Background: an optimization exercise with open tools, aiming at small area, a short achievable clock period and few clock cycles per item. Do not read the settings as production practice. No activity file was given, so power comes from the tool's default toggle rates.

## job 5298
Design boholt_dec, start of the top module:
module boholt_dec (
    input  wire        clk,
    input  wire        rst,
    input  wire        in_valid,
    input  wire [31:0] in_data,
    input  wire        in_last,
    output reg         in_ready,
    output reg         out_valid,
    output reg  [15:0] out_item,
    output reg         done,
    output wire [2:0]  res_fault,
    output wire [12:0] res_fault_pos,
    output wire        res_crc_bad,
    output wire [12:0] res_count,
    output wire        hist_we,
    output wire [11:0] hist_waddr,
    output wire [15:0] hist_wdata,
    output reg         hist_re,
    output reg  [11:0] hist_raddr,
    input  wire [15:0] hist_rdata
);
    localparam [15:0] SYNC = 16'hB0B7;
    localparam [31:0] CRC_RESIDUE = 32'hDEBB20E3;
    localparam [2:0] F_NONE     = 3'd0,
                     F_ILLEGAL  = 3'd1,
                     F_DISTANCE = 3'd2,
                     F_OVERRUN  = 3'd3,
                     F_TRUNC    = 3'd4,
                     F_HEADER   = 3'd5;
    localparam [1:0] S_HDR   = 2'd0,    
                     S_CHK   = 2'd1,    
                     S_BODY  = 2'd2,    
                     S_DRAIN = 2'd3;    
    localparam [2:0] T_LIT   = 3'd0,
                     T_SRUN  = 3'd1,
                     T_LRUN  = 3'd2,
                     T_MATCH = 3'd3,
                     T_EOB   = 3'd4,
                     T_ILL   = 3'd5,
                     T_STO   = 3'd6,    
                     T_LIM   = 3'd7;    
    function [15:0] crc16_16(input [15:0] c, input [15:0] d);
        integer i;
        reg [15:0] x;
        begin
            x = c ^ {d[7:0], 8'h00};
            for (i = 0; i < 8; i = i + 1)
                x = x[15] ? ((x << 1) ^ 16'h1021) : (x << 1);
            x = x ^ {d[15:8], 8'h00};
            for (i = 0; i < 8; i = i + 1)
                x = x[15] ? ((x << 1) ^ 16'h1021) : (x << 1);
            crc16_16 = x;
        end
    endfunction
    function [31:0] crc32_16(input [31:0] c, input [15:0] d);
        integer i;
  ...
Settings: LEC_CHECK=0, CAP_MARGIN=20, CORE_MARGIN=2, CORE_UTILIZATION=60, CTS_BUF_LIST=sky130_fd_sc_hd__clkbuf_4 sky130_fd_sc_hd__clkbuf_8, PLACE_DENSITY=0.75, SETUP_SLACK_MARGIN=5, SLEW_MARGIN=20; clock period 12.0 ns.
standard.sh (not shown) runs the stock make flow with config.mk's settings and CLKGATE_MAP_FILE= SYNTH_SCRIPT=/design/flow/synth_recipe.tcl, a recipe that flattens the netlist after the stock synthesis.
==> flow/flow/run.sh <==
#!/bin/bash
# The standard layout (standard.sh, with its synthesis unchanged), with
#  - each port buffered, as the standard flow does, with the smallest buffer
#    cell (timing repair resizes it where needed).
# Every tool's output goes to standard.log in this folder.
set -euo pipefail
MARGIN=8.0
sed "s/SETUP_SLACK_MARGIN=[0-9.]*/SETUP_SLACK_MARGIN=$MARGIN/" standard.sh > standard_margin.sh
export BUFFER_PORTS_ARGS="-buffer_cell sky130_fd_sc_hd__buf_1"
bash standard_margin.sh > standard.log 2>&1
Changes in job 4077 relative to job 5298:
--- a/flow/design.v
+++ b/flow/design.v
@@ -191,23 +191,23 @@
             wcnt     <= wcnt + 12'd1;
         end
         hist_re    <= rd_first || rd_second || rd_third || rd_more;
         hist_raddr <= rd_first ? n_p[11:0] + ~d_m1 : hist_raddr + 12'd1;
         pre_q      <= rd_first;
         rd_done    <= pre_q;
         if (!e_idle) begin
             cp_n   <= cp_n - 12'd1;
             e_idle <= e_le1;
             e_le1  <= (cp_n[11:2] == 10'd0) && !(cp_n[1] && cp_n[0]);
-        end else if (pop && t_cp) begin
+        end else if (go_cp) begin
             cp_n   <= len_m1;
-            e_idle <= !k_push || (len_m1 == 12'd0);
+            e_idle <= (len_m1 == 12'd0);
             e_le1  <= (len_m1[11:1] == 11'd0);
             cp_ram <= t_ram;
             cp_p2  <= t_p2;
         end
         if (blk_end || hdr_fail)
             end_req <= 1'b1;
         if (rst) begin
             cp_n      <= 12'd0;
             e_idle    <= 1'b1;
             e_le1     <= 1'b1;
Findings:
From job 5298 to job 4077 the numbers moved as follows: final critical-path share of the clock period fell 1.0 points; clock power about even; final standard cell count with taps included and fillers excluded fell about 1%; total chip power fell 210 uW; area occupied by registers about even. Job 4077 vs job 5298: number of nets in the layout down slightly. Job 4077 vs job 5298 — routed wire length dropped by a few percent. Taking job 5298 as the reference, in job 4077 distinct cell type count after synthesis climbed 3; die height moved up; number of buffers outside the clock class in the layout now smaller. Job 4077 against job 5298: utilization now smaller, wire length on met1 fell 4.3%, area used by multi-input combinational logic rose by about 1%, design area went down.
No functional check of the RTL was part of any run of this note.

## separate check: timing with driven ports
How much do the figures lean on ideal ports? The routed layouts below were timed once more, with nothing changed but the port constraints. Step 1: set_driving_cell puts a clkbuf_16 on clk and a buf_2 on each other input, an assumption about the parent block. Step 2 times the ports against the registers' clock, not the clock port: input delays grow and output delays shrink by t, the midpoint of the rising clock arrivals with the driver on. Slacks: ideal / step 1 / step 2; pairs: ideal / step 1.
run | t (ns) | setup WS [ns] | worst setup path after step 2 | worst data-port slew with drivers (ns)
job 5298 | 0.708 | 7.980 / 7.980 / 7.928 | input to register | 0.05
job 4077 | 0.698 | 8.103 / 8.057 / 7.977 | input to register | 0.04
After both steps setup and hold are still met in every run listed. For job 4077, which loses most, drivers alone change the setup slack by -0.046 ns; drivers and shift together by -0.126 ns.
